This design comes from an exercise in tuning for small area, a short achievable clock period and few clock cycles per item on the open sky130 flow, not from production work.
Only simulation tests tie the RTL to the original design; equivalence was not proved.

==> flow/design.v (outline; a module is shown in full before it is edited, if it fits) <==
// module fft64_twiddle: 43 lines
// module fft64_benc: 22 lines
// module fft64_cmul: 1912 lines
// module fft64: 307 lines
// module fft64_bfly: 127 lines
module fft64 (
    input  wire        clk,
    input  wire        rst,
    input  wire        in_valid,
    output wire        in_ready,
    input  wire [15:0] in_re,
    input  wire [15:0] in_im,
    input  wire [17:0] in_coef,
    output wire        out_valid,
    input  wire        out_ready,
    output wire [23:0] out_re,
    output wire [23:0] out_im,
    output wire [3:0]  out_exp,
    output wire        out_sat,
    output wire        out_last
);
  // ...
==> flow/flow/run.sh <==
#!/bin/bash
# The standard layout (standard.sh: standard synthesis, then ORFS to
# finish) with one change: repair_timing aims at a setup slack margin of
# 17.6 ns, i.e. at paths of about 6.4 ns, well inside the 24 ns clock. The
# constraints and the clock period are unchanged.
set -euo pipefail
cd "$(dirname "${BASH_SOURCE[0]}")/.."
bash standard.sh SETUP_SLACK_MARGIN=17.6 finish > flow_finish.log 2>&1
==> flow/standard.sh <==
#!/bin/bash
# synth_recipe.tcl (not shown) runs the flow's synth.tcl, then flattens the netlist and writes it again
# the make line also repeats each setting of config.mk as NAME=value (left out here)
make -C /OpenROAD-flow-scripts/flow DESIGN_CONFIG=/design/flow/config.mk WORK_HOME=/design/flow/orfs CLKGATE_MAP_FILE= SYNTH_SCRIPT=/design/flow/synth_recipe.tcl "${@:-finish}"
==> flow/config.mk <==
export PLATFORM = sky130hd
export DESIGN_NAME = fft64
export DESIGN_NICKNAME = fft64
export VERILOG_FILES = /design/flow/design.v
export SDC_FILE = /design/flow/constraint.sdc
export NUM_CORES = 8
export LEC_CHECK = 0
export ABC_CLOCK_PERIOD_IN_PS = 6000
export CAP_MARGIN = 20
export CORE_MARGIN = 2
export CORE_UTILIZATION = 45
export CTS_BUF_LIST = sky130_fd_sc_hd__clkbuf_8
export PLACE_DENSITY = 0.6
export SLEW_MARGIN = 20
==> flow/constraint.sdc <==
create_clock -name core_clock -period 24.0 [get_ports {clk}]
set_input_delay 4.8000 -clock core_clock [delete_from_list [all_inputs] [get_ports {clk}]]
set_output_delay 4.8000 -clock core_clock [all_outputs]
set_load 0.01 [all_outputs]
==> impl_metrics.tcl, run 1 <==
set metrics [dict create \
    post_cts_buffers 16 \
    multi_input_cells 12618 \
    hold_class "register to register" \
    track_usage_pct 34.0 \
    yosys.area.top_type "dfxtp_1" \
    io_buffer_count 109 \
    setup_ws_ns 17.04 \
    setup.worst_path.end_class "output pin" \
    clk_path_buf_depth 4 \
    worstMarginPinSlew_ns 1.37 \
    busiest_layer "met2" \
    critPathKind "register to output pin" \
    run_status "timing/DRC/antenna clean" \
    synth_edf_count 158 \
    final_common_cell "dfxtp_1" \
    seq_area_frac_synth_pct 39.7 \
    grt_pass1_wl_mm 1110 \
    fin_hold_ws_ns 0.257 \
    clk_share_pct 5.81 \
    cp.required_ns 19.20 \
    crit_path_top_delay_cell "edfxtp_1" \
    syn_nets 21501 \
    placed_area_mm2 0.205 \
    dpl.cell_count 24528 \
    final_nets 21052 \
    nWellTaps 5880 \
    yosys.area_share.simple_pct 8.44 \
    clk_latency_ns 1.25 \
    critPathLaunchType "register" \
    seq_area_mm2 0.0792 \
    drtIter0Drc 21902 \
    diodes 136 \
    die_area_mm2 0.447 \
    critPathArrivalTime_ns 2.16 \
    max_freq_ghz 0.144 \
    period_minus_slack_ns 6.96 \
    synthArstFlopShare_pct 0 \
    remaining_drc_errors 0 \
    drv_slew 0 \
    routabilityCongestion 1.02 \
    setup_tns_ns 0 \
]
Testbench counts, summed over its fixed seeds: cycles 10,768, frames 64.
==> module fft64, before the edit <==
module fft64 (
    input  wire        clk,
    input  wire        rst,
    input  wire        in_valid,
    output wire        in_ready,
    input  wire [15:0] in_re,
    input  wire [15:0] in_im,
    input  wire [17:0] in_coef,
    output wire        out_valid,
    input  wire        out_ready,
    output wire [23:0] out_re,
    output wire [23:0] out_im,
    output wire [3:0]  out_exp,
    output wire        out_sat,
    output wire        out_last
);
    localparam [2:0] P_IO = 3'd7;      
    reg  [3:0] lbl;         
    reg  [2:0] pass;        
    reg  [2:0] ppass;       
    reg        have_old;    
    reg  [6:0] out_idx;     
    reg  [6:0] in_idx;      
    reg  [6:0] ins_idx;     
    reg        bv;          
    reg [15:0] b_re, b_im;
    reg [17:0] b_c;
    reg        in_rdy;
    reg  [1:0] cnt;         
    reg        ov;
    reg [23:0] q0_re, q0_im, q1_re, q1_im;
    reg  [3:0] q0_x, q1_x;
    reg        q0_s, q1_s, q0_l, q1_l;
    reg  [1:0] kreg;        
    reg  [1:0] facc;        
    reg  [3:0] ex;          
    reg  [3:0] ex_out;      
    reg        sacc;        
    reg        sfr;         
    reg        sat_out;     
    reg        en_c, en_t3, en_t2, en_t1, en_t0;    
    reg [14*48-1:0] ch0, ch1, ch2, ch3;
    wire [47:0] hd0 = ch0[13*48 +: 48];
    wire [47:0] hd1 = ch1[13*48 +: 48];
    wire [47:0] hd2 = ch2[13*48 +: 48];
    wire [47:0] hd3 = ch3[13*48 +: 48];
    wire       io       = (pass == P_IO);
    wire       stage    = st_q;
    wire [1:0] cap_ch   = {out_idx[4], out_idx[5]};
    wire [1:0] ins_ch   = {ins_idx[4], ins_idx[5]};
    reg        cap, ins, last_ins;
    reg        st_q, p0_q;              
    reg  [4:0] tw0i, tw1i;              
    wire       in_fire  = in_valid & in_rdy;
    wire       pop      = ov & out_ready;
    wire       rot_end  = (lbl == 4'd15);
    reg  [2:0] pass_n;
    always @* begin
        pass_n = pass;
        if (rot_end) begin
            case (pass)
                P_IO:    pass_n = last_ins ? 3'd5 : P_IO;
                3'd0:    pass_n = P_IO;
                default: pass_n = pass - 3'd1;
            endcase
        end
    end
    wire [3:0] lbl_n      = lbl + 4'd1;
    wire [2:0] ppass_n    = rot_end ? pass : ppass;
    wire       new_out    = rot_end & (pass == 3'd0);
    wire       have_old_n = new_out | (have_old & ~(cap & (out_idx[5:0] == 6'd63)));
    wire [6:0] out_idx_n  = new_out ? 7'd0 : (out_idx + {6'd0, cap});
    wire [6:0] ins_idx_n  = last_ins ? 7'd0 : (ins_idx + {6'd0, ins});
    wire [6:0] in_idx_n   = last_ins ? 7'd0 : (in_idx + {6'd0, in_fire});
    wire       bv_n       = in_fire | (bv & ~ins);
    wire [1:0] cnt_n      = cnt + {1'b0, cap} - {1'b0, pop};
    wire       io_n       = (pass_n == P_IO);
    wire       cap_nx     = io_n & have_old_n & ~out_idx_n[6] & (out_idx_n[3:0] == lbl_n) & (cnt_n != 2'd2);
    wire       free_nx    = ~have_old_n | (out_idx_n > ins_idx_n) | (cap_nx & (out_idx_n == ins_idx_n));
    wire       ins_nx     = io_n & bv_n & ~ins_idx_n[6] & (ins_idx_n[3:0] == lbl_n) & free_nx;
    wire       in_rdy_n   = (~bv_n | ins_nx) & ~in_idx_n[6];
    wire       stage_n    = ~(pass_n[2] & pass_n[1]);
    reg  [4:0] twi_n;
    always @* begin
        case (pass_n)
            3'd5:    twi_n = {1'b0, lbl_n};
            3'd4:    twi_n = {lbl_n, 1'b0};
            3'd3:    twi_n = {lbl_n[2:0], 2'b0};
            3'd2:    twi_n = {lbl_n[1:0], 3'b0};
            3'd1:    twi_n = {lbl_n[0], 4'b0};
            default: twi_n = 5'd0;
        endcase
    end
    wire [3:0] lab1_n = lbl_n - 4'd3;
    wire [3:0] lab2_n = lbl_n - 4'd4;
    wire [3:0] lab8_n = lbl_n - 4'd10;
    wire [2:0] pas1_n = (lbl_n >= 4'd3)  ? pass_n : ppass_n;
    wire [2:0] pas2_n = (lbl_n >= 4'd4)  ? pass_n : ppass_n;
    wire [2:0] pas8_n = (lbl_n >= 4'd10) ? pass_n : ppass_n;
    always @(posedge clk) begin
        if (rst) begin
            lbl      <= 4'd15;
            pass     <= P_IO;
            ppass    <= P_IO;
            have_old <= 1'b0;
            out_idx  <= 7'd0;
            in_idx   <= 7'd0;
            ins_idx  <= 7'd0;
            bv       <= 1'b0;
            in_rdy   <= 1'b1;
            cnt      <= 2'd0;
            ov       <= 1'b0;
            en_c     <= 1'b0;
            en_t3    <= 1'b0;
            en_t2    <= 1'b0;
            en_t1    <= 1'b0;
            en_t0    <= 1'b0;
            cap      <= 1'b0;
            ins      <= 1'b0;
            last_ins <= 1'b0;
            st_q     <= 1'b0;
            p0_q     <= 1'b0;
            tw0i     <= 5'd0;
            tw1i     <= 5'd0;
        end else begin
            cap      <= cap_nx;
            ins      <= ins_nx;
            last_ins <= ins_nx & (ins_idx_n[5:0] == 6'd63);
            st_q     <= stage_n;
            p0_q     <= (pass_n == 3'd0);
            tw0i     <= twi_n;
            tw1i     <= (pass_n == 3'd5) ? {1'b1, lbl_n} : twi_n;
            lbl      <= lbl_n;
            pass     <= pass_n;
            ppass    <= ppass_n;
            have_old <= have_old_n;
            out_idx  <= out_idx_n;
            in_idx   <= in_idx_n;
            ins_idx  <= ins_idx_n;
            bv       <= bv_n;
            in_rdy   <= in_rdy_n;
            cnt      <= cnt_n;
            ov       <= (cnt_n != 2'd0);
            en_c     <= (pas1_n == 3'd5) | (pas1_n == 3'd1);
            en_t3    <= ((pas1_n == 3'd4) | (pas1_n == 3'd2)) & lab1_n[3];
            en_t2    <= (pas1_n == 3'd3) & lab1_n[2];
            en_t1    <= (pas8_n == 3'd2) & lab8_n[1];
            en_t0    <= (pas2_n == 3'd1) & lab2_n[0];
        end
    end
    always @(posedge clk) begin
        if (in_fire) begin
            b_re <= in_re;
            b_im <= in_im;
            b_c  <= in_coef;
        end
    end
    reg  [47:0] cap_d;
    always @* begin
        case (cap_ch)
            2'd0:    cap_d = hd0;
            2'd1:    cap_d = hd1;
            2'd2:    cap_d = hd2;
            default: cap_d = hd3;
        endcase
    end
    wire cap_l = (out_idx[5:0] == 6'd63);
    always @(posedge clk) begin
        if ((cap & ((cnt == 2'd0) | ((cnt == 2'd1) & pop))) ) begin
            q0_re <= cap_d[47:24];
            q0_im <= cap_d[23:0];
            q0_x  <= ex_out;
            q0_s  <= sat_out;
            q0_l  <= cap_l;
        end else if ((cnt == 2'd2) & pop) begin
            q0_re <= q1_re;
            q0_im <= q1_im;
            q0_x  <= q1_x;
            q0_s  <= q1_s;
            q0_l  <= q1_l;
        end
        if (cap & (cnt == 2'd1) & ~pop) begin
            q1_re <= cap_d[47:24];
            q1_im <= cap_d[23:0];
            q1_x  <= ex_out;
            q1_s  <= sat_out;
            q1_l  <= cap_l;
        end
    end
    assign in_ready  = in_rdy;
    assign out_valid = ov;
    assign out_re    = q0_re;
    assign out_im    = q0_im;
    assign out_exp   = q0_x;
    assign out_sat   = q0_s;
    assign out_last  = q0_l;
    wire [47:0] o0, o1, o2, o3;     
    wire [1:0]  fl0, fl1;           
    wire        ws0, ws1;           
    wire        last3;
    wire [2:0]  lpass3;
    wire last1 = (stage & rot_end) | last_ins;
    reg        last2_r, last3_r;
    reg  [2:0] lp2_r, lp3_r;
    always @(posedge clk) begin
        if (rst) begin
            last2_r <= 1'b0;
            last3_r <= 1'b0;
        end else begin
            last2_r <= last1;
            last3_r <= last2_r;
        end
        lp2_r <= pass;
        lp3_r <= lp2_r;
    end
    assign last3  = last3_r;
    assign lpass3 = lp3_r;
    fft64_bfly u_bf0 (
        .clk(clk), .rst(rst), .a(hd0), .b(hd1), .twidx(tw0i), .p0(p0_q),
        .stage(stage), .win(ins & ~ins_ch[1]), .winp(ins & ~ins_ch[1] & ~ins_ch[0]),
        .s_re(b_re), .s_im(b_im), .s_c(b_c), .kreg(kreg),
        .op(o0), .oq(o1), .fl(fl0), .wsat(ws0)
    );
    fft64_bfly u_bf1 (
        .clk(clk), .rst(rst), .a(hd2), .b(hd3), .twidx(tw1i), .p0(p0_q),
        .stage(stage), .win(ins & ins_ch[1]), .winp(ins & ins_ch[1] & ~ins_ch[0]),
        .s_re(b_re), .s_im(b_im), .s_c(b_c), .kreg(kreg),
        .op(o2), .oq(o3), .fl(fl1), .wsat(ws1)
    );
    wire [1:0] fl_all = facc | fl0 | fl1;
    wire [1:0] knew   = fl_all[1] ? 2'd2 : (fl_all[0] ? 2'd1 : 2'd0);
    always @(posedge clk) begin
        if (rst) begin
            kreg    <= 2'd0;
            facc    <= 2'd0;
            sacc    <= 1'b0;
            sfr     <= 1'b0;
            sat_out <= 1'b0;
        end else if (last3) begin
            kreg <= knew;
            facc <= 2'd0;
            case (lpass3)
                P_IO: begin
                    sfr  <= sacc | ws0 | ws1;
                    sacc <= 1'b0;
                end
                3'd1: sat_out <= sfr;
                default: ;
            endcase
        end else begin
            facc <= fl_all;
            sacc <= sacc | ws0 | ws1;
        end
    end
    reg       kadd;
    reg [2:0] kpass;
    always @(posedge clk) begin
        if (rst) begin
            kadd <= 1'b0;
        end else begin
            kadd <= last3 & (lpass3 != 3'd0);
        end
        kpass <= lpass3;
        if (rst) begin
            ex     <= 4'd0;
            ex_out <= 4'd0;
        end else if (kadd) begin
            if (kpass == P_IO)      ex     <= {2'b00, kreg};
            else if (kpass == 3'd1) ex_out <= ex + {2'b00, kreg};
            else                    ex     <= ex + {2'b00, kreg};
        end
    end
    always @(posedge clk) begin
        ch0 <= {ch0[0 +: 13*48], o0};
        ch1 <= {ch1[0 +: 13*48], o1};
        ch2 <= {ch2[0 +: 13*48], o2};
        ch3 <= {ch3[0 +: 13*48], o3};
        if (en_c) begin
            ch1[48*(1) +: 48] <= ch2[48*(0) +: 48];
            ch2[48*(1) +: 48] <= ch1[48*(0) +: 48];
        end
        if (en_t3) begin
            ch0[48*(1) +: 48] <= ch1[48*(8) +: 48];
            ch1[48*(9) +: 48] <= ch0[48*(0) +: 48];
            ch2[48*(1) +: 48] <= ch3[48*(8) +: 48];
            ch3[48*(9) +: 48] <= ch2[48*(0) +: 48];
        end
        if (en_t2) begin
            ch0[48*(1) +: 48] <= ch1[48*(4) +: 48];
            ch1[48*(5) +: 48] <= ch0[48*(0) +: 48];
            ch2[48*(1) +: 48] <= ch3[48*(4) +: 48];
            ch3[48*(5) +: 48] <= ch2[48*(0) +: 48];
        end
        if (en_t1) begin
            ch0[48*(8) +: 48]  <= ch1[48*(9) +: 48];
            ch1[48*(10) +: 48] <= ch0[48*(7) +: 48];
            ch2[48*(8) +: 48]  <= ch3[48*(9) +: 48];
            ch3[48*(10) +: 48] <= ch2[48*(7) +: 48];
        end
        if (en_t0) begin
            ch0[48*(2) +: 48] <= ch1[48*(2) +: 48];
            ch1[48*(3) +: 48] <= ch0[48*(1) +: 48];
            ch2[48*(2) +: 48] <= ch3[48*(2) +: 48];
            ch3[48*(3) +: 48] <= ch2[48*(1) +: 48];
        end
    end
endmodule
==> module fft64_bfly, before the edit <==
module fft64_bfly (
    input  wire        clk,
    input  wire        rst,
    input  wire [47:0] a,
    input  wire [47:0] b,
    input  wire [4:0]  twidx,    
    input  wire        p0,       
    input  wire        stage,    
    input  wire        win,      
    input  wire        winp,     
    input  wire [15:0] s_re,
    input  wire [15:0] s_im,
    input  wire [17:0] s_c,
    input  wire [1:0]  kreg,
    output wire [47:0] op,       
    output wire [47:0] oq,       
    output wire [1:0]  fl,
    output wire        wsat
);
    wire signed [17:0] rom_re, rom_im;
    fft64_twiddle u_tw (.idx(twidx), .tw_re(rom_re), .tw_im(rom_im));
    wire signed [23:0] a_re = a[47:24], a_im = a[23:0];
    wire signed [23:0] b_re = b[47:24], b_im = b[23:0];
    wire sa = stage | ~winp;
    wire sb = stage | winp;
    wire signed [24:0] sum_re = (sa ? a_re : 24'sd0) + (sb ? b_re : 24'sd0);
    wire signed [24:0] sum_im = (sa ? a_im : 24'sd0) + (sb ? b_im : 24'sd0);
    wire signed [23:0] u_re = stage ? a_re : 24'sd0;
    wire signed [23:0] u_im = stage ? a_im : 24'sd0;
    wire signed [24:0] x_re = win ? $signed({{7{s_c[17]}}, s_c}) : (u_re - b_re);
    wire signed [24:0] x_im = win ? 25'sd0 : (u_im - b_im);
    wire signed [17:0] y_re = win ? {{2{s_re[15]}}, s_re} : (stage ? rom_re : -18'sd65536);
    wire signed [17:0] y_im = win ? {{2{s_im[15]}}, s_im} : (stage ? rom_im : 18'sd0);
    wire signed [26:0] x3_re = {{2{x_re[24]}}, x_re} + {x_re[24], x_re, 1'b0};
    wire signed [26:0] x3_im = {{2{x_im[24]}}, x_im} + {x_im[24], x_im, 1'b0};
    wire [5:0] yr_s1, yr_s2, yr_s3, yr_s4, yr_neg, yi_s1, yi_s2, yi_s3, yi_s4, yi_neg;
    fft64_benc u_er (.y(y_re), .s1(yr_s1), .s2(yr_s2), .s3(yr_s3), .s4(yr_s4), .neg(yr_neg));
    fft64_benc u_ei (.y(y_im), .s1(yi_s1), .s2(yi_s2), .s3(yi_s3), .s4(yi_s4), .neg(yi_neg));
    wire       swp1 = p0 | winp;
    wire [1:0] pm1  = stage ? 2'd0 : (win ? 2'd1 : 2'd2);
    reg signed [24:0] s1_re, s1_im, x1_re, x1_im;
    reg signed [26:0] x31_re, x31_im;
    reg [5:0] r1_s1, r1_s2, r1_s3, r1_s4, r1_neg, i1_s1, i1_s2, i1_s3, i1_s4, i1_neg;
    reg       swp2, sk2; reg [1:0] pm2;
    always @(posedge clk) begin
        s1_re  <= sum_re;
        s1_im  <= sum_im;
        x1_re  <= x_re;
        x1_im  <= x_im;
        x31_re <= x3_re;
        x31_im <= x3_im;
        r1_s1 <= yr_s1; r1_s2 <= yr_s2; r1_s3 <= yr_s3; r1_s4 <= yr_s4; r1_neg <= yr_neg;
        i1_s1 <= yi_s1; i1_s2 <= yi_s2; i1_s3 <= yi_s3; i1_s4 <= yi_s4; i1_neg <= yi_neg;
        swp2   <= swp1;
        sk2    <= stage;
        pm2    <= pm1;
    end
    wire [41:0] re_a, re_b, im_a, im_b;
    fft64_cmul u_m (
        .xr(x1_re), .xi(x1_im), .xr3(x31_re), .xi3(x31_im),
        .yr_s1(r1_s1), .yr_s2(r1_s2), .yr_s3(r1_s3), .yr_s4(r1_s4), .yr_neg(r1_neg),
        .yi_s1(i1_s1), .yi_s2(i1_s2), .yi_s3(i1_s3), .yi_s4(i1_s4), .yi_neg(i1_neg),
        .rnd8(pm2 == 2'd1), .rnd15(pm2 != 2'd1),
        .re_a(re_a), .re_b(re_b), .im_a(im_a), .im_b(im_b)
    );
    reg signed [24:0] s2_re, s2_im;
    reg [41:0] p2_ra, p2_rb, p2_ia, p2_ib;
    reg        swp3, sk3; reg [1:0] pm3;
    always @(posedge clk) begin
        s2_re <= s1_re;
        s2_im <= s1_im;
        p2_ra <= re_a;
        p2_rb <= re_b;
        p2_ia <= im_a;
        p2_ib <= im_b;
        swp3  <= swp2;
        sk3   <= sk2;
        pm3   <= pm2;
    end
    reg fs3_r, fp3_r;
    reg fs2_r, fp2_r;
    always @(posedge clk) begin
        if (rst) begin
            fs2_r <= 1'b0; fp2_r <= 1'b0;
            fs3_r <= 1'b0; fp3_r <= 1'b0;
        end else begin
            fs2_r <= stage;
            fp2_r <= stage | win;
            fs3_r <= fs2_r;
            fp3_r <= fp2_r;
        end
    end
    wire [41:0] uu_re = p2_ra + p2_rb;
    wire [41:0] uu_im = p2_ia + p2_ib;
    wire [26:0] w0_re = uu_re[41:15], w0_im = uu_im[41:15];
    wire [26:0] w1_re = w0_re + 27'd1, w1_im = w0_im + 27'd1;
    wire [26:0] w3_re = w0_re + 27'd3, w3_im = w0_im + 27'd3;
    wire signed [25:0] t0_re = {s2_re[24], s2_re}, t0_im = {s2_im[24], s2_im};
    wire signed [25:0] t1_re = t0_re + 26'sd1, t1_im = t0_im + 26'sd1;
    wire signed [25:0] t3_re = t0_re + 26'sd2, t3_im = t0_im + 26'sd2;
    wire sat_re = (uu_re[33] != uu_re[32]);
    wire sat_im = (uu_im[33] != uu_im[32]);
    wire [23:0] wn_re = sat_re ? (uu_re[33] ? 24'h800000 : 24'h7fffff) : uu_re[32:9];
    wire [23:0] wn_im = sat_im ? (uu_im[33] ? 24'h800000 : 24'h7fffff) : uu_im[32:9];
    wire [1:0] ks = sk3 ? kreg : 2'd0;
    wire [1:0] kp = (pm3 == 2'd0) ? kreg : 2'd0;
    wire [23:0] hs0 = {24{ks == 2'd0}}, hs1 = {24{ks == 2'd1}}, hs2 = {24{ks[1]}};
    wire [23:0] hw  = {24{pm3 == 2'd1}};
    wire [23:0] hp0 = {24{(pm3 != 2'd1) & (kp == 2'd0)}};
    wire [23:0] hp1 = {24{(pm3 != 2'd1) & (kp == 2'd1)}};
    wire [23:0] hp2 = {24{(pm3 != 2'd1) & kp[1]}};
    wire [23:0] rs_re = (hs0 & t0_re[23:0]) | (hs1 & t1_re[24:1]) | (hs2 & t3_re[25:2]);
    wire [23:0] rs_im = (hs0 & t0_im[23:0]) | (hs1 & t1_im[24:1]) | (hs2 & t3_im[25:2]);
    wire [23:0] rp_re = (hw & wn_re) | (hp0 & w0_re[24:1]) | (hp1 & w1_re[25:2]) | (hp2 & w3_re[26:3]);
    wire [23:0] rp_im = (hw & wn_im) | (hp0 & w0_im[24:1]) | (hp1 & w1_im[25:2]) | (hp2 & w3_im[26:3]);
    function automatic [1:0] mag(input [23:0] v);
        begin
            mag[1] = v[23] ? ~(v[22] & (v[21:0] != 22'd0)) : v[22];
            mag[0] = v[23] ? ~(v[22] & v[21] & (v[20:0] != 21'd0)) : (v[22] | v[21]);
        end
    endfunction
    assign fl = (fs3_r ? (mag(rs_re) | mag(rs_im)) : 2'b00) |
                (fp3_r ? (mag(rp_re) | mag(rp_im)) : 2'b00);
    assign wsat = fp3_r & (pm3 == 2'd1) & (sat_re | sat_im);
    assign op = swp3 ? {rp_re, rp_im} : {rs_re, rs_im};
    assign oq = swp3 ? {rs_re, rs_im} : {rp_re, rp_im};
endmodule
==> run 2: changes to the inputs <==
--- a/flow/design.v
+++ b/flow/design.v
@@ -2003,11 +2003,12 @@
     reg [15:0] b_re, b_im;
     reg [17:0] b_c;
     reg        in_rdy;
-    reg  [1:0] cnt;         
-    reg        ov;
-    reg [23:0] q0_re, q0_im, q1_re, q1_im;
-    reg  [3:0] q0_x, q1_x;
-    reg        q0_s, q1_s, q0_l, q1_l;
+    reg  [2:0] cnt;         
+    reg        ov;          
+    reg [53:0] q0;          
+    reg [53:0] qb0, qb1, qb2;   
+    reg  [1:0] qwp, qrp, qbn;   
+    reg        cap_d1, cap_d2;  
     reg  [1:0] kreg;        
     reg  [1:0] facc;        
     reg  [3:0] ex;          
@@ -2016,6 +2017,8 @@
     reg        sfr;         
     reg        sat_out;     
     reg        en_c, en_t3, en_t2, en_t1, en_t0;    
+    reg        kadd;        
+    reg  [2:0] kpass;       
     reg [14*48-1:0] ch0, ch1, ch2, ch3;
     wire [47:0] hd0 = ch0[13*48 +: 48];
     wire [47:0] hd1 = ch1[13*48 +: 48];
@@ -2026,7 +2029,8 @@
     wire [1:0] cap_ch   = {out_idx[4], out_idx[5]};
     wire [1:0] ins_ch   = {ins_idx[4], ins_idx[5]};
     reg        cap, ins, last_ins;
-    reg        st_q, p0_q;              
+    reg        st_q;                    
+    reg        mrg0, mrg1;              
     reg  [4:0] tw0i, tw1i;              
     wire       in_fire  = in_valid & in_rdy;
     wire       pop      = ov & out_ready;
@@ -2037,22 +2041,24 @@
         if (rot_end) begin
             case (pass)
                 P_IO:    pass_n = last_ins ? 3'd5 : P_IO;
-                3'd0:    pass_n = P_IO;
+                3'd1:    pass_n = P_IO;
                 default: pass_n = pass - 3'd1;
             endcase
         end
     end
     wire [3:0] lbl_n      = lbl + 4'd1;
     wire [2:0] ppass_n    = rot_end ? pass : ppass;
-    wire       new_out    = rot_end & (pass == 3'd0);
+    wire       new_out    = rot_end & (pass == 3'd1);
     wire       have_old_n = new_out | (have_old & ~(cap & (out_idx[5:0] == 6'd63)));
     wire [6:0] out_idx_n  = new_out ? 7'd0 : (out_idx + {6'd0, cap});
     wire [6:0] ins_idx_n  = last_ins ? 7'd0 : (ins_idx + {6'd0, ins});
     wire [6:0] in_idx_n   = last_ins ? 7'd0 : (in_idx + {6'd0, in_fire});
     wire       bv_n       = in_fire | (bv & ~ins);
-    wire [1:0] cnt_n      = cnt + {1'b0, cap} - {1'b0, pop};
+    wire       qwr        = cap_d2;      
+    wire [2:0] cnt_n      = cnt + {2'b0, qwr} - {2'b0, pop};
     wire       io_n       = (pass_n == P_IO);
-    wire       cap_nx     = io_n & have_old_n & ~out_idx_n[6] & (out_idx_n[3:0] == lbl_n) & (cnt_n != 2'd2);
+    wire [2:0] qneed      = cnt_n + {2'b0, cap} + {2'b0, cap_d1};
+    wire       cap_nx     = io_n & have_old_n & ~out_idx_n[6] & (out_idx_n[3:0] == lbl_n) & (qneed < 3'd4);
     wire       free_nx    = ~have_old_n | (out_idx_n > ins_idx_n) | (cap_nx & (out_idx_n == ins_idx_n));
     wire       ins_nx     = io_n & bv_n & ~ins_idx_n[6] & (ins_idx_n[3:0] == lbl_n) & free_nx;
     wire       in_rdy_n   = (~bv_n | ins_nx) & ~in_idx_n[6];
@@ -2085,8 +2091,7 @@
             ins_idx  <= 7'd0;
             bv       <= 1'b0;
             in_rdy   <= 1'b1;
-            cnt      <= 2'd0;
-            ov       <= 1'b0;
+            cnt      <= 3'd0;
             en_c     <= 1'b0;
             en_t3    <= 1'b0;
             en_t2    <= 1'b0;
@@ -2096,7 +2101,8 @@
             ins      <= 1'b0;
             last_ins <= 1'b0;
             st_q     <= 1'b0;
-            p0_q     <= 1'b0;
+            mrg0     <= 1'b0;
+            mrg1     <= 1'b0;
             tw0i     <= 5'd0;
             tw1i     <= 5'd0;
         end else begin
@@ -2104,7 +2110,8 @@
             ins      <= ins_nx;
             last_ins <= ins_nx & (ins_idx_n[5:0] == 6'd63);
             st_q     <= stage_n;
-            p0_q     <= (pass_n == 3'd0);
+            mrg0     <= cap_nx & (out_idx_n[5:4] == 2'd0);
+            mrg1     <= cap_nx & (out_idx_n[5:4] == 2'd1);
             tw0i     <= twi_n;
             tw1i     <= (pass_n == 3'd5) ? {1'b1, lbl_n} : twi_n;
             lbl      <= lbl_n;
@@ -2117,7 +2124,6 @@
             bv       <= bv_n;
             in_rdy   <= in_rdy_n;
             cnt      <= cnt_n;
-            ov       <= (cnt_n != 2'd0);
             en_c     <= (pas1_n == 3'd5) | (pas1_n == 3'd1);
             en_t3    <= ((pas1_n == 3'd4) | (pas1_n == 3'd2)) & lab1_n[3];
             en_t2    <= (pas1_n == 3'd3) & lab1_n[2];
@@ -2132,45 +2138,85 @@
             b_c  <= in_coef;
         end
     end
-    reg  [47:0] cap_d;
+    wire [49:0] d0, d1;             
+    reg  [49:0] cap_d;
     always @* begin
-        case (cap_ch)
-            2'd0:    cap_d = hd0;
-            2'd1:    cap_d = hd1;
-            2'd2:    cap_d = hd2;
-            default: cap_d = hd3;
+        case (out_idx[5:4])
+            2'd0:    cap_d = d0;
+            2'd1:    cap_d = d1;
+            2'd2:    cap_d = {hd1[47], hd1[47:24], hd1[23], hd1[23:0]};
+            default: cap_d = {hd3[47], hd3[47:24], hd3[23], hd3[23:0]};
         endcase
     end
-    wire cap_l = (out_idx[5:0] == 6'd63);
+    reg  [49:0] cd1, cd2;
+    reg         cm1, cm2, cl1, cl2;
     always @(posedge clk) begin
-        if ((cap & ((cnt == 2'd0) | ((cnt == 2'd1) & pop))) ) begin
-            q0_re <= cap_d[47:24];
-            q0_im <= cap_d[23:0];
-            q0_x  <= ex_out;
-            q0_s  <= sat_out;
-            q0_l  <= cap_l;
-        end else if ((cnt == 2'd2) & pop) begin
-            q0_re <= q1_re;
-            q0_im <= q1_im;
-            q0_x  <= q1_x;
-            q0_s  <= q1_s;
-            q0_l  <= q1_l;
-        end
-        if (cap & (cnt == 2'd1) & ~pop) begin
-            q1_re <= cap_d[47:24];
-            q1_im <= cap_d[23:0];
-            q1_x  <= ex_out;
-            q1_s  <= sat_out;
-            q1_l  <= cap_l;
+        if (rst) begin
+            cap_d1 <= 1'b0;
+            cap_d2 <= 1'b0;
+        end else begin
+            cap_d1 <= cap;
+            cap_d2 <= cap_d1;
+        end
+        cd1 <= cap_d;
+        cd2 <= cd1;
+        cm1 <= ~out_idx[5];
+        cm2 <= cm1;
+        cl1 <= (out_idx[5:0] == 6'd63);
+        cl2 <= cl1;
+    end
+    function automatic [23:0] rnd_k(input [24:0] v, input [1:0] k);
+        reg [25:0] ve, v1, v2;
+        begin
+            ve = {v[24], v};
+            v1 = ve + 26'd1;
+            v2 = ve + 26'd2;
+            rnd_k = ({24{k == 2'd0}} & ve[23:0]) | ({24{k == 2'd1}} & v1[24:1]) |
+                    ({24{k[1]}} & v2[25:2]);
+        end
+    endfunction
+    wire [1:0]  kc  = cm2 ? kreg : 2'd0;
+    wire [3:0]  ex_now = (kadd & (kpass == 3'd1)) ? (ex + {2'b00, kreg}) : ex_out;
+    wire [53:0] qin = {rnd_k(cd2[49:25], kc), rnd_k(cd2[24:0], kc), ex_now, sat_out, cl2};
+    wire q0_load = pop | ~ov;
+    always @(posedge clk) begin
+        if (qwr & (qwp == 2'd0)) qb0 <= qin;
+        if (qwr & (qwp == 2'd1)) qb1 <= qin;
+        if (qwr & (qwp == 2'd2)) qb2 <= qin;
+    end
+    always @(posedge clk) begin
+        if (rst) begin
+            ov  <= 1'b0;
+            qwp <= 2'd0;
+            qrp <= 2'd0;
+            qbn <= 2'd0;
+        end else begin
+            if (q0_load) begin
+                if (qbn != 2'd0) begin
+                    case (qrp)
+                        2'd0:    q0 <= qb0;
+                        2'd1:    q0 <= qb1;
+                        default: q0 <= qb2;
+                    endcase
+                    ov  <= 1'b1;
+                    qrp <= (qrp == 2'd2) ? 2'd0 : qrp + 2'd1;
+                end else begin
+                    q0 <= qin;
+                    ov <= qwr;
+                end
+            end
+            if (qwr & ~(q0_load & (qbn == 2'd0)))
+                qwp <= (qwp == 2'd2) ? 2'd0 : qwp + 2'd1;
+            qbn <= qbn + {1'b0, qwr & ~(q0_load & (qbn == 2'd0))} - {1'b0, q0_load & (qbn != 2'd0)};
         end
     end
     assign in_ready  = in_rdy;
     assign out_valid = ov;
-    assign out_re    = q0_re;
-    assign out_im    = q0_im;
-    assign out_exp   = q0_x;
-    assign out_sat   = q0_s;
-    assign out_last  = q0_l;
+    assign out_re    = q0[53:30];
+    assign out_im    = q0[29:6];
+    assign out_exp   = q0[5:2];
+    assign out_sat   = q0[1];
+    assign out_last  = q0[0];
     wire [47:0] o0, o1, o2, o3;     
     wire [1:0]  fl0, fl1;           
     wire        ws0, ws1;           
@@ -2193,16 +2239,18 @@
     assign last3  = last3_r;
     assign lpass3 = lp3_r;
     fft64_bfly u_bf0 (
-        .clk(clk), .rst(rst), .a(hd0), .b(hd1), .twidx(tw0i), .p0(p0_q),
-        .stage(stage), .win(ins & ~ins_ch[1]), .winp(ins & ~ins_ch[1] & ~ins_ch[0]),
+        .clk(clk), .rst(rst), .a(hd0), .b(hd1), .twidx(tw0i),
+        .stage(stage), .mrg(mrg0),
+        .win(ins & ~ins_ch[1]), .winp(ins & ~ins_ch[1] & ~ins_ch[0]),
         .s_re(b_re), .s_im(b_im), .s_c(b_c), .kreg(kreg),
-        .op(o0), .oq(o1), .fl(fl0), .wsat(ws0)
+        .op(o0), .oq(o1), .d(d0), .fl(fl0), .wsat(ws0)
     );
     fft64_bfly u_bf1 (
-        .clk(clk), .rst(rst), .a(hd2), .b(hd3), .twidx(tw1i), .p0(p0_q),
-        .stage(stage), .win(ins & ins_ch[1]), .winp(ins & ins_ch[1] & ~ins_ch[0]),
+        .clk(clk), .rst(rst), .a(hd2), .b(hd3), .twidx(tw1i),
+        .stage(stage), .mrg(mrg1),
+        .win(ins & ins_ch[1]), .winp(ins & ins_ch[1] & ~ins_ch[0]),
         .s_re(b_re), .s_im(b_im), .s_c(b_c), .kreg(kreg),
-        .op(o2), .oq(o3), .fl(fl1), .wsat(ws1)
+        .op(o2), .oq(o3), .d(d1), .fl(fl1), .wsat(ws1)
     );
     wire [1:0] fl_all = facc | fl0 | fl1;
     wire [1:0] knew   = fl_all[1] ? 2'd2 : (fl_all[0] ? 2'd1 : 2'd0);
@@ -2229,8 +2277,6 @@
             sacc <= sacc | ws0 | ws1;
         end
     end
-    reg       kadd;
-    reg [2:0] kpass;
     always @(posedge clk) begin
         if (rst) begin
             kadd <= 1'b0;
@@ -2288,8 +2334,8 @@
     input  wire [47:0] a,
     input  wire [47:0] b,
     input  wire [4:0]  twidx,    
-    input  wire        p0,       
     input  wire        stage,    
+    input  wire        mrg,      
     input  wire        win,      
     input  wire        winp,     
     input  wire [15:0] s_re,
@@ -2298,6 +2344,7 @@
     input  wire [1:0]  kreg,
     output wire [47:0] op,       
     output wire [47:0] oq,       
+    output wire [49:0] d,        
     output wire [1:0]  fl,
     output wire        wsat
 );
@@ -2305,14 +2352,17 @@
     fft64_twiddle u_tw (.idx(twidx), .tw_re(rom_re), .tw_im(rom_im));
     wire signed [23:0] a_re = a[47:24], a_im = a[23:0];
     wire signed [23:0] b_re = b[47:24], b_im = b[23:0];
-    wire sa = stage | ~winp;
-    wire sb = stage | winp;
+    wire sa = stage | mrg | ~winp;
+    wire sb = stage | mrg | winp;
     wire signed [24:0] sum_re = (sa ? a_re : 24'sd0) + (sb ? b_re : 24'sd0);
     wire signed [24:0] sum_im = (sa ? a_im : 24'sd0) + (sb ? b_im : 24'sd0);
-    wire signed [23:0] u_re = stage ? a_re : 24'sd0;
-    wire signed [23:0] u_im = stage ? a_im : 24'sd0;
-    wire signed [24:0] x_re = win ? $signed({{7{s_c[17]}}, s_c}) : (u_re - b_re);
-    wire signed [24:0] x_im = win ? 25'sd0 : (u_im - b_im);
+    wire signed [23:0] u_re = (stage | mrg) ? a_re : 24'sd0;
+    wire signed [23:0] u_im = (stage | mrg) ? a_im : 24'sd0;
+    wire signed [24:0] dd_re = u_re - b_re;
+    wire signed [24:0] dd_im = u_im - b_im;
+    assign d = {dd_re, dd_im};
+    wire signed [24:0] x_re = win ? $signed({{7{s_c[17]}}, s_c}) : dd_re;
+    wire signed [24:0] x_im = win ? 25'sd0 : dd_im;
     wire signed [17:0] y_re = win ? {{2{s_re[15]}}, s_re} : (stage ? rom_re : -18'sd65536);
     wire signed [17:0] y_im = win ? {{2{s_im[15]}}, s_im} : (stage ? rom_im : 18'sd0);
     wire signed [26:0] x3_re = {{2{x_re[24]}}, x_re} + {x_re[24], x_re, 1'b0};
@@ -2320,7 +2370,7 @@
     wire [5:0] yr_s1, yr_s2, yr_s3, yr_s4, yr_neg, yi_s1, yi_s2, yi_s3, yi_s4, yi_neg;
     fft64_benc u_er (.y(y_re), .s1(yr_s1), .s2(yr_s2), .s3(yr_s3), .s4(yr_s4), .neg(yr_neg));
     fft64_benc u_ei (.y(y_im), .s1(yi_s1), .s2(yi_s2), .s3(yi_s3), .s4(yi_s4), .neg(yi_neg));
-    wire       swp1 = p0 | winp;
+    wire       swp1 = mrg | winp;
     wire [1:0] pm1  = stage ? 2'd0 : (win ? 2'd1 : 2'd2);
     reg signed [24:0] s1_re, s1_im, x1_re, x1_im;
     reg signed [26:0] x31_re, x31_im;
@@ -2336,7 +2386,7 @@
         r1_s1 <= yr_s1; r1_s2 <= yr_s2; r1_s3 <= yr_s3; r1_s4 <= yr_s4; r1_neg <= yr_neg;
         i1_s1 <= yi_s1; i1_s2 <= yi_s2; i1_s3 <= yi_s3; i1_s4 <= yi_s4; i1_neg <= yi_neg;
         swp2   <= swp1;
-        sk2    <= stage;
+        sk2    <= stage | mrg;
         pm2    <= pm1;
     end
     wire [41:0] re_a, re_b, im_a, im_b;
==> run 2 against run 1 <==
Utilization increased by 0.11 points. Worst setup slack improved by 0.36 ns. Fmax increased by 5.4%. Design area increased by 5.8%. Still clean. Sequential cell count increased by 224. Largest cell class unchanged. Synthesized cell count increased by 5.0%. Routed wire length increased by 1.2%. Clock skew increased by 0.0085 ns. Critical path type unchanged. Register-to-register slack about the same. Final cell count increased by 4.8%.
==> impl_metrics.tcl, run 2 <==
set metrics [dict create \
    wl_mm 794 \
    cts_tree "built" \
    grt.overflow.total 0 \
    drtPass1Iterations 14 \
    fp.dieH_um 686 \
    top_layer_used "met5" \
    route.met2.wl_mm 321 \
    seq_area_frac_synth_pct 40.4 \
    clk_path_buf_depth 4 \
    critPathMaxStageDelay_ns 0.40 \
    yosysUniqueCellTypes 124 \
    yosys.area.top_type "dfxtp_1" \
    fillers 42108 \
    final_nets 22074 \
    antenna_found_initial 90 \
    route.met3.wl_mm 91.5 \
    syn_nets 22507 \
    critPathLaunchType "register" \
    routabilityCongestion 0.993 \
    syn_area_per_cell_um2 10.1 \
    seq_area_mm2 0.0847 \
    clock-sinks 4086 \
    clkTransAtPathRegs_ns 0.06 \
    drv_slew 0 \
    critPathArrivalTime_ns 1.80 \
    h-tree-depth 6 \
    cp_top_family "flip-flops" \
    setup-violations-final 0 \
    die_area_mm2 0.470 \
    synth_area_leaders "dfxtp_1 37%, fa_1 9.6%, xnor2_1 4.9%, a221oi_1 4.4%, a22o_1 4.3%" \
    post-synth-top-count-cell "dfxtp_1" \
    ys.flop_type "dfxtp_1" \
    final_common_cell "dfxtp_1" \
    vias_per_cell 6.17 \
    dpl.cell_count 25776 \
    die_w_um 686 \
    synth_top_area_share_pct 36.6 \
    postRouteAntennaNets 0 \
    cts-root-buf "clkbuf_8" \
    synthTopCellsByCount "3820 x dfxtp_1, 1615 x inv_1, 1424 x clkbuf_1" \
    critPathKind "register to output pin" \
    wl_per_cell_um 29.3 \
    cts_buffers 642 \
    grt_pass1_wl_mm 1140 \
    worstMarginPinSlew_ns 1.35 \
    netlist_area_mm2 0.209 \
    cp.required_ns 19.20 \
    final_cells 27055 \
    grt_max_degree 107 \
    synth_edf_count 266 \
    slew-limit-headroom_pct 10.2 \
    floorplan.rows 250 \
    drtIter0Drc 21210 \
    cap_viol_max_count 0 \
    synth-seq-cells 4086 \
    final.setup_skew_ns 0.143 \
    crit_fanout 1 \
    ys_warn_count 3 \
    run_status "timing/DRC/antenna clean" \
    grt_pass1_vias 161360 \
    core_area_mm2 0.463 \
    drive_gt1_share_pct 14.3 \
    hold_viol_final 0 \
    final_cell_mix "3682 x dfxtp_1, 1788 x inv_1, 1136 x xnor2_1, 1090 x nand2_1, 1053 x a221oi_1" \
    track_usage_pct 32.7 \
    path_buf_inv 1 \
    syn2layout_area_growth_pct 10.9 \
    io_buffer_count 109 \
    cp_cell_sequence "buf_2" \
    synthArstFlopShare_pct 0 \
    start_util_pct 45.2 \
    setup.worst_path.end_class "output pin" \
    hold_class "register to register" \
    num_vias 167008 \
    ios 110 \
    remaining_drc_errors 0 \
    rsz0062_at_grt "yes" \
    wl_met1_mm 309 \
    place_hpwl_mm 540 \
    crit_path_top_delay_cell "edfxtp_1" \
    setup_tns_ns 0 \
    final.period_utilization_pct 27.5 \
    clk_latency_ns 1.30 \
    synth_cells 20769 \
    period_minus_slack_ns 6.60 \
    multi_input_area_mm2 0.115 \
    max_freq_ghz 0.151 \
]
[run 2: path summary, 6_finish.rpt]
check	cells past startpoint	start	slack [ns]	to
max	1	q0[40]	17.40	out_re[10]
min	0	ch1[305]	0.25	ch1[353]
max reg2reg	29	st_q	17.72	u_bf0.x31_re[24]
min reg2reg	0	ch1[305]	0.25	ch1[353]
[run 2: repair_timing]
action	in CTS	in global routing
endpoints found under the setup margin	108	94
hold buffers	0	0
pin swaps	52	62
gates cloned	0	2
buffers inserted	38	48
gates resized for setup	479	224
hold endpoints to repair	0	0
[run 2: cell families (layout without fill, tap and decap cells)]
family | Yosys count | after routing | share of synthesized area, %
xor+xnor | 2004 | 2004 | 8.40
fa+ha+maj | 1684 | 1684 | 13.7
buf+inv | 3374 | 3438 | 6.09
mux | 1000 | 1000 | 5.45
compound gates | 4771 | 4771 | 17.1
flops | 4086 | 4086 | 40.4
other cells | 0 | 48 | 0
simple gates | 3850 | 3850 | 8.96
[run 2: layout make-up]
cell class | count | area share [%]
antenna | 48 | 0.0518
clock buffer | 780 | 4.63
clock inverter | 361 | 1.22
inverter | 1623 | 2.63
multi-input combinational | 13309 | 49.4
sequential | 4086 | 36.5
tap | 6174 | 3.33
timing repair buffer | 673 | 2.26
timing repair inverter | 1 | 0.00323
[run 2: routing by layer]
metal	vias to the layer above	global-route usage (%)
li1	71920	-
met1	81387	41.1
met2	10481	46.5
met3	3168	11.0
met4	52	24.4
met5	-	0.469
[run 2: per-stage QoR]
step | cell area [µm²] | hold slack, ns | setup slack, ns | util [%]
2_1_floorplan | 209000 | 0.310 | 17.01 | -
3_3_place_gp | 216000 | 0.309 | 15.74 | 46.5
6_report | 232000 | 0.249 | 17.40 | 50.1
4_1_cts | 231000 | 0.259 | 17.24 | 49.8
5_1_grt | 232000 | 0.264 | 17.29 | 50.1
3_5_place_dp | 216000 | 0.312 | 15.77 | 46.6
Testbench counts of run 2, summed over its fixed seeds: cycles 9,760, frames 64.
==> run 3: changes to the inputs <==
--- a/flow/design.v
+++ b/flow/design.v
@@ -1992,6 +1992,8 @@
     output wire        out_last
 );
     localparam [2:0] P_IO = 3'd7;      
+    reg rs;
+    always @(posedge clk) rs <= rst;
     reg  [3:0] lbl;         
     reg  [2:0] pass;        
     reg  [2:0] ppass;       
@@ -2006,6 +2008,7 @@
     reg  [2:0] cnt;         
     reg        ov;          
     reg [53:0] q0;          
+    reg [53:0] qh;          
     reg [53:0] qb0, qb1, qb2;   
     reg  [1:0] qwp, qrp, qbn;   
     reg        cap_d1, cap_d2;  
@@ -2081,7 +2084,7 @@
     wire [2:0] pas2_n = (lbl_n >= 4'd4)  ? pass_n : ppass_n;
     wire [2:0] pas8_n = (lbl_n >= 4'd10) ? pass_n : ppass_n;
     always @(posedge clk) begin
-        if (rst) begin
+        if (rs) begin
             lbl      <= 4'd15;
             pass     <= P_IO;
             ppass    <= P_IO;
@@ -2090,7 +2093,7 @@
             in_idx   <= 7'd0;
             ins_idx  <= 7'd0;
             bv       <= 1'b0;
-            in_rdy   <= 1'b1;
+            in_rdy   <= ~rst;
             cnt      <= 3'd0;
             en_c     <= 1'b0;
             en_t3    <= 1'b0;
@@ -2122,7 +2125,7 @@
             in_idx   <= in_idx_n;
             ins_idx  <= ins_idx_n;
             bv       <= bv_n;
-            in_rdy   <= in_rdy_n;
+            in_rdy   <= in_rdy_n & ~rst;
             cnt      <= cnt_n;
             en_c     <= (pas1_n == 3'd5) | (pas1_n == 3'd1);
             en_t3    <= ((pas1_n == 3'd4) | (pas1_n == 3'd2)) & lab1_n[3];
@@ -2151,7 +2154,7 @@
     reg  [49:0] cd1, cd2;
     reg         cm1, cm2, cl1, cl2;
     always @(posedge clk) begin
-        if (rst) begin
+        if (rs) begin
             cap_d1 <= 1'b0;
             cap_d2 <= 1'b0;
         end else begin
@@ -2179,13 +2182,27 @@
     wire [3:0]  ex_now = (kadd & (kpass == 3'd1)) ? (ex + {2'b00, kreg}) : ex_out;
     wire [53:0] qin = {rnd_k(cd2[49:25], kc), rnd_k(cd2[24:0], kc), ex_now, sat_out, cl2};
     wire q0_load = pop | ~ov;
+    reg [53:0] qnext;
+    always @* begin
+        case (qrp)
+            2'd0:    qnext = qb0;
+            2'd1:    qnext = qb1;
+            default: qnext = qb2;
+        endcase
+        if (qbn == 2'd0) qnext = qin;
+    end
+    always @(posedge clk) begin
+        if (rs) q0 <= 54'd0;
+        else    q0 <= q0_load ? qnext : qh;
+        if (q0_load) qh <= qnext;
+    end
     always @(posedge clk) begin
         if (qwr & (qwp == 2'd0)) qb0 <= qin;
         if (qwr & (qwp == 2'd1)) qb1 <= qin;
         if (qwr & (qwp == 2'd2)) qb2 <= qin;
     end
     always @(posedge clk) begin
-        if (rst) begin
+        if (rs) begin
             ov  <= 1'b0;
             qwp <= 2'd0;
             qrp <= 2'd0;
@@ -2193,20 +2210,15 @@
         end else begin
             if (q0_load) begin
                 if (qbn != 2'd0) begin
-                    case (qrp)
-                        2'd0:    q0 <= qb0;
-                        2'd1:    q0 <= qb1;
-                        default: q0 <= qb2;
-                    endcase
                     ov  <= 1'b1;
                     qrp <= (qrp == 2'd2) ? 2'd0 : qrp + 2'd1;
                 end else begin
-                    q0 <= qin;
                     ov <= qwr;
                 end
             end
             if (qwr & ~(q0_load & (qbn == 2'd0)))
                 qwp <= (qwp == 2'd2) ? 2'd0 : qwp + 2'd1;
+            if (rst) ov <= 1'b0;
             qbn <= qbn + {1'b0, qwr & ~(q0_load & (qbn == 2'd0))} - {1'b0, q0_load & (qbn != 2'd0)};
         end
     end
@@ -2226,7 +2238,7 @@
     reg        last2_r, last3_r;
     reg  [2:0] lp2_r, lp3_r;
     always @(posedge clk) begin
-        if (rst) begin
+        if (rs) begin
             last2_r <= 1'b0;
             last3_r <= 1'b0;
         end else begin
@@ -2239,14 +2251,14 @@
     assign last3  = last3_r;
     assign lpass3 = lp3_r;
     fft64_bfly u_bf0 (
-        .clk(clk), .rst(rst), .a(hd0), .b(hd1), .twidx(tw0i),
+        .clk(clk), .rst(rs), .a(hd0), .b(hd1), .twidx(tw0i),
         .stage(stage), .mrg(mrg0),
         .win(ins & ~ins_ch[1]), .winp(ins & ~ins_ch[1] & ~ins_ch[0]),
         .s_re(b_re), .s_im(b_im), .s_c(b_c), .kreg(kreg),
         .op(o0), .oq(o1), .d(d0), .fl(fl0), .wsat(ws0)
     );
     fft64_bfly u_bf1 (
-        .clk(clk), .rst(rst), .a(hd2), .b(hd3), .twidx(tw1i),
+        .clk(clk), .rst(rs), .a(hd2), .b(hd3), .twidx(tw1i),
         .stage(stage), .mrg(mrg1),
         .win(ins & ins_ch[1]), .winp(ins & ins_ch[1] & ~ins_ch[0]),
         .s_re(b_re), .s_im(b_im), .s_c(b_c), .kreg(kreg),
@@ -2255,7 +2267,7 @@
     wire [1:0] fl_all = facc | fl0 | fl1;
     wire [1:0] knew   = fl_all[1] ? 2'd2 : (fl_all[0] ? 2'd1 : 2'd0);
     always @(posedge clk) begin
-        if (rst) begin
+        if (rs) begin
             kreg    <= 2'd0;
             facc    <= 2'd0;
             sacc    <= 1'b0;
@@ -2278,13 +2290,13 @@
         end
     end
     always @(posedge clk) begin
-        if (rst) begin
+        if (rs) begin
             kadd <= 1'b0;
         end else begin
             kadd <= last3 & (lpass3 != 3'd0);
         end
         kpass <= lpass3;
-        if (rst) begin
+        if (rs) begin
             ex     <= 4'd0;
             ex_out <= 4'd0;
         end else if (kadd) begin
==> flow/flow/run.sh (replaced) <==
#!/bin/bash
# The standard layout (standard.sh: standard synthesis, then ORFS to
# finish) with one change: repair_timing aims at a setup slack margin of
# 17.8 ns, i.e. at paths of about 6.2 ns, well inside the 24 ns clock. The
# constraints and the clock period are unchanged.
set -euo pipefail
cd "$(dirname "${BASH_SOURCE[0]}")/.."
bash standard.sh SETUP_SLACK_MARGIN=17.8 finish > flow_finish.log 2>&1
--- a/flow/config.mk
+++ b/flow/config.mk
@@ -8,7 +8,8 @@
 export ABC_CLOCK_PERIOD_IN_PS = 6000
 export CAP_MARGIN = 20
 export CORE_MARGIN = 2
-export CORE_UTILIZATION = 45
-export CTS_BUF_LIST = sky130_fd_sc_hd__clkbuf_8
-export PLACE_DENSITY = 0.6
+export CORE_UTILIZATION = 60
+export CTS_CLUSTER_DIAMETER = 60
+export CTS_CLUSTER_SIZE = 30
+export PLACE_DENSITY = 0.7
 export SLEW_MARGIN = 20
==> run 3 against run 2 <==
Critical path type unchanged. Fmax up 2.1%. Design area down 2.1%. Highest routed layer unchanged. Via count about the same. Final cell count down 8.1%. Utilization up 16 points. Critical endpoint is now in_ready. First-iteration DRC count up 20%. Synthesized cell count about the same.
==> impl_metrics.tcl, run 3 <==
set metrics [dict create \
    crit_fanout 5 \
    synth.mux.area_fraction_pct 5.35 \
    synth_cells 20771 \
    rr_endpoint "u_bf1.x31_re[24]" \
    rrSetupSlack_ns 17.76 \
    hold_path_depth 0 \
    ys_warn_count 3 \
    path_buf_inv 1 \
    setup-violations-final 0 \
    synthTopCellsByCount "3929 x dfxtp_1, 1605 x inv_1, 1400 x clkbuf_1" \
    setup_ws_ns 17.53 \
    hold_viol_final 0 \
    die_w_um 594 \
    hold_class "register to register" \
    grt.overflow.total 0 \
    dpl.cell_count 24176 \
    wl_mm 755 \
    cts-root-buf "clkbuf_16" \
    post-synth-top-count-cell "dfxtp_1" \
    cts_tree "built" \
    run_status "timing/DRC/antenna clean" \
    start_util_pct 60.3 \
    netlist_area_mm2 0.209 \
    clk_path_buf_depth 4 \
    synth-seq-cells 4141 \
    num_vias 166878 \
    synth_edf_count 212 \
    synth-adder-area-share_pct 13.7 \
    routabilityCongestion 1.05 \
    syn_area_per_cell_um2 10.1 \
    final.period_utilization_pct 27.0 \
    setup_tns_ns 0 \
    final_util_pct 65.6 \
    seq_area_mm2 0.0853 \
    period_minus_slack_ns 6.47 \
    final_cell_mix "3770 x dfxtp_1, 1599 x inv_1, 1097 x xnor2_1, 1082 x nor2_1, 1057 x a221oi_1" \
    max_freq_ghz 0.155 \
    track_usage_pct 41.3 \
    io_buffer_count 109 \
    clk_latency_ns 0.98 \
    final_nets 21755 \
    cp.required_ns 19.20 \
    syn_nets 22508 \
    clkTransAtPathRegs_ns 0.12 \
    final.setup_skew_ns 0.0859 \
    yosys.area.top_type "dfxtp_1" \
    synthXorXnorAreaFrac_pct 8.48 \
    core_area_mm2 0.346 \
    final_cells 24866 \
    rsz0062_at_grt "yes" \
    drtPass1Iterations 14 \
    synthArstFlopShare_pct 0 \
    multi_input_area_mm2 0.114 \
    remaining_drc_errors 0 \
    synth_compound_area_share_pct 16.8 \
    placed_area_mm2 0.213 \
    grt_max_degree 158 \
    hold_buffers 0 \
    final_common_cell "dfxtp_1" \
    r2r-start "st_q" \
    syn2layout_area_growth_pct 8.79 \
    grt_pass1_wl_mm 1080 \
    fillers 27500 \
    crit_path_top_delay_cell "dfxtp_4" \
    cap_viol_max_count 0 \
    yosysUniqueCellTypes 113 \
    fp.dieH_um 594 \
    place_hpwl_mm 512 \
    clock-sinks 4141 \
    vias_per_cell 6.71 \
    synth_area_leaders "dfxtp_1 38%, fa_1 9.6%, xnor2_1 4.8%, a221oi_1 4.5%, a22o_1 4.3%" \
    critPathMaxStageDelay_ns 0.56 \
    setup.worst_path.end_class "output pin" \
    synth_top_area_share_pct 37.7 \
    cp_cell_sequence "buf_6" \
    ys.flop_type "dfxtp_1" \
    floorplan.rows 216 \
    h-tree-depth 5 \
    cp_top_family "flip-flops" \
    postRouteAntennaNets 0 \
    pre_cts_ws_ns 15.88 \
    yosys.area_share.simple_pct 8.91 \
    reg2reg_depth 32 \
    cts_buffers 268 \
    synth_top_family_by_area "compound AO/OA/AOI/OAI gates" \
    critPathArrivalTime_ns 1.67 \
    hp-start "ch0[435]" \
    final_cell_area_mm2 0.227 \
    wl_per_cell_um 30.4 \
    ios 110 \
    antenna_found_initial 101 \
    drive_gt1_share_pct 12.9 \
    seq_area_frac_synth_pct 40.7 \
    fin_hold_ws_ns 0.293 \
    whs_endpoint "ch0[483]" \
    slew-limit-headroom_pct 9.42 \
    worstMarginPinSlew_ns 1.36 \
    drtIter0Drc 25497 \
    die_area_mm2 0.353 \
    critPathLaunchType "register" \
    critPathKind "register to output pin" \
    drv_slew 0 \
    grt_pass1_vias 156905 \
]
[run 3: worst max-delay path by stage]
| stage | startpoint | endpoint | cells after the start |
|---|---|---|---|
| floorplan | out_ready | in_rdy | 14 |
| global placement | out_ready | in_rdy | 15 |
| detailed placement | out_ready | in_rdy | 15 |
| CTS | out_ready | in_rdy | 15 |
| global route | out_ready | in_rdy | 15 |
| finish | in_rdy | in_ready | 1 |
[run 3: cell type report]
cell class / instances / area share, %
diodes: 61 / 0.0672
clock buffers: 287 / 3.06
clock inverters: 192 / 1.24
inverters: 1612 / 2.67
multi-input cells: 13278 / 50.4
flip-flops and latches: 4141 / 37.5
well taps: 4578 / 2.52
repair buffers: 716 / 2.54
repair inverters: 1 / 0.00220
[run 3: repair_timing]
item                                    CTS  global route
buffers inserted                         58            84
endpoints found under the setup margin  141            94
gates resized for setup                 546           404
pin swaps                                64           125
cloned                                    3             4
[run 3: cell families (layout without fill, tap and decap cells)]
logic type / after synthesis / after routing
xor+xnor: 2023 / 2023
fa+ha+maj: 1683 / 1683
flops: 4141 / 4141
buf+inv: 3356 / 2808
mux: 977 / 977
other cells: 0 / 61
compound gates: 4702 / 4702
simple gates: 3889 / 3893
[run 3: layer usage]
metal	global-route usage, %	routed length, µm
met5	0.568	615
met4	26.9	62700
met3	16.8	111000
met2	55.5	292000
met1	54.2	289000
Testbench counts of run 3, summed over its fixed seeds: cycles 9,768, frames 64.
==> run 4: changes to the inputs <==
--- a/flow/config.mk
+++ b/flow/config.mk
@@ -9,7 +9,5 @@
 export CAP_MARGIN = 20
 export CORE_MARGIN = 2
 export CORE_UTILIZATION = 60
-export CTS_CLUSTER_DIAMETER = 60
-export CTS_CLUSTER_SIZE = 30
 export PLACE_DENSITY = 0.7
 export SLEW_MARGIN = 20
==> run 4 against run 3 <==
First-iteration DRC count down 0.75%. Die area unchanged. Still clean on timing, DRC and antenna. Largest cell class unchanged. Critical path type is now input pin to register. Synthesized cell count unchanged. Critical endpoint is now in_rdy. Sequential cell count unchanged.
==> impl_metrics.tcl, run 4 <==
set metrics [dict create \
    io_buffer_count 109 \
    die_w_um 594 \
    synth_cells 20771 \
    synth_area_leaders "dfxtp_1 38%, fa_1 9.6%, xnor2_1 4.8%, a221oi_1 4.5%, a22o_1 4.3%" \
    critPathKind "input pin to register" \
    drtPass1Iterations 13 \
    cts_tree "built" \
    crit_fanout 3 \
    synth_top_area_share_pct 37.7 \
    syn2layout_area_growth_pct 10.5 \
    netlist_area_mm2 0.209 \
    wl_per_cell_um 30.3 \
    grt.overflow.total 0 \
    post-synth-top-count-cell "dfxtp_1" \
    hp-start "ch3[154]" \
    critPathArrivalTime_ns 7.24 \
    syn_nets 22508 \
    final_cell_mix "3768 x dfxtp_1, 1598 x inv_1, 1097 x xnor2_1, 1079 x nor2_1, 1058 x a221oi_1" \
    grt_pass1_wl_mm 1090 \
    slew-limit-headroom_pct 5.55 \
    ys_warn_count 3 \
    final.setup_skew_ns 0.0802 \
    track_usage_pct 41.6 \
    seq_area_frac_synth_pct 40.7 \
    ys.flop_type "dfxtp_1" \
    drtIter0Drc 25306 \
    setup_tns_ns 0 \
    setup-violations-final 0 \
    synth-seq-cells 4141 \
    fillers 26986 \
    synth_edf_count 212 \
    h-tree-depth 5 \
    synthTopCellsByCount "3929 x dfxtp_1, 1605 x inv_1, 1400 x clkbuf_1" \
    worstMarginPinSlew_ns 1.42 \
    cp.required_ns 24.90 \
    postRouteAntennaNets 0 \
    r2r-start "st_q" \
    run_status "timing/DRC/antenna clean" \
    hold_viol_final 0 \
    max_freq_ghz 0.158 \
    core_area_mm2 0.346 \
    vias_per_cell 6.69 \
    synthArstFlopShare_pct 0 \
    clock-sinks 4141 \
    whs_endpoint "ch3[202]" \
    antenna_found_initial 103 \
    setup.worst_path.end_class "register" \
    yosysUniqueCellTypes 113 \
    grt_max_degree 158 \
    wl_mm 760 \
    drive_gt1_share_pct 13.3 \
    critPathLaunchType "input pin" \
    die_area_mm2 0.353 \
    routabilityCongestion 1.05 \
    reg2reg_depth 29 \
    grt_pass1_vias 159092 \
    cap_viol_max_count 0 \
    num_vias 167964 \
    hold_path_depth 0 \
    yosys.area.top_type "dfxtp_1" \
    clk_path_buf_depth 4 \
    clkTransAtPathRegs_ns 0.07 \
    start_util_pct 60.3 \
    drv_slew 0 \
    cts_buffers 394 \
    place_hpwl_mm 512 \
    rsz0062_at_grt "yes" \
    final_common_cell "dfxtp_1" \
    clk_latency_ns 0.98 \
    remaining_drc_errors 0 \
    rrSetupSlack_ns 17.75 \
    final_nets 21856 \
    cts-root-buf "clkbuf_16" \
    fp.dieH_um 594 \
    hold_class "register to register" \
    ios 110 \
    floorplan.rows 216 \
    syn_area_per_cell_um2 10.1 \
    final.period_utilization_pct 26.5 \
    period_minus_slack_ns 6.35 \
    rr_endpoint "u_bf1.x31_im[24]" \
]
run 4: cell counts after synthesis:
No cell type changed its count.
run 4: layout make-up:
type	instances	area, µm²	area share (%)
diodes	65	163	0.0705
clock buffers	571	11600	5.01
clock inverters	156	2040	0.885
inverters	1612	6060	2.63
multi-input cells	13275	114000	49.5
flip-flops and latches	4141	85300	37.0
well taps	4578	5730	2.48
repair buffers	694	5600	2.43
repair inverters	1	5.00	0.00217
run 4: kinds of logic after synthesis:
family	Yosys count	share of synthesized area (%)
AO/OA/AOI/OAI	4702	16.8
XOR/XNOR	2023	8.48
adder cells (fa/ha/maj)	1683	13.7
buffers and inverters	3356	6.05
flip-flops	4141	40.7
multiplexers	977	5.35
AND/OR/NAND/NOR	3889	8.91
run 4: routing by layer:
metal	routed length [µm]	GRT usage, %
met1	290000	54.2
met2	295000	56.3
met3	112000	17.3
met4	63000	26.9
met5	815	0.433
run 4: worst max path at each step:
stage / start / cells after the start / to
2_1_floorplan: out_ready / 14 / in_rdy
3_3_place_gp: out_ready / 15 / in_rdy
3_5_place_dp: out_ready / 15 / in_rdy
4_1_cts: in_rdy / 1 / in_ready
5_1_grt: out_ready / 15 / in_rdy
6_report: out_ready / 15 / in_rdy
run 4: stage by stage:
stage	worst slack [ns]	hold slack [ns]	utilization (%)	cell area [µm²]	cells
detailed placement	15.88	0.312	61.6	213000	24176
global route	17.52	0.278	66.6	231000	25046
CTS	17.64	0.266	66.0	228000	24963
finish	17.65	0.267	66.6	231000	25093
global placement	15.88	0.310	61.5	213000	24176
floorplan	16.98	0.310	-	209000	20771
run 4: repair_timing:
| item | in CTS | in global routing |
|---|---|---|
| gates cloned | 2 | 2 |
| setup buffers | 58 | 62 |
| resized for setup | 541 | 386 |
| endpoints found under the setup margin | 144 | 81 |
| pin swaps | 60 | 115 |
| hold buffers | 0 | 0 |
run 4: worst max-delay path, stage by stage:
cell,delay (ns)
buf_8,0.10
and2_4,0.13
ha_4,0.21
inv_4,0.06
ha_4,0.11
inv_2,0.03
fa_2,0.36
xor2_2,0.17
xnor2_2,0.24
xnor2_2,0.18
nor4_2,0.19
nand4_1,0.18
a21oi_2,0.20
o21ai_2,0.09
a211oi_2,0.18

[afterwards: timing with drivers on the ports]
The flow's constraints put no driver on any port. The routed layouts listed below were extracted and timed again, unchanged, in two steps.
Step 1: set_driving_cell puts a clkbuf_16 on clk and a buf_2 on each other input, an assumption about the parent block.
Step 2, shift: input delay + t, output delay - t, t = (earliest + latest rising clock arrival at the registers) / 2. This alone moves slack from input paths to output paths.
a / b / c = ideal / step 1 / step 2; a / b = the first two.
| run | shift t [ns] | setup WS [ns] | worst hold slack (ns) | worst data-port slew with drivers (ns) | cell pins on the clock port's net |
|---|---|---|---|---|---|
| run 1 | 1.305 | 17.041 / 16.925 / 16.369 | 0.257 / 0.257 / 0.257 | 0.05 | 1 |
| run 2 | 1.357 | 17.397 / 17.269 / 16.361 | 0.249 / 0.249 / 0.249 | 0.10 | 1 |
| run 3 | 1.050 | 17.531 / 17.419 / 16.616 | 0.293 / 0.293 / 0.293 | 0.12 | 1 |
| run 4 | 1.064 | 17.652 / 17.561 / 16.665 | 0.267 / 0.267 / 0.267 | 0.10 | 1 |
After both steps setup and hold are still met in every run listed. For run 2, which loses most, drivers alone change the setup slack by -0.128 ns; drivers and shift together by -1.036 ns.
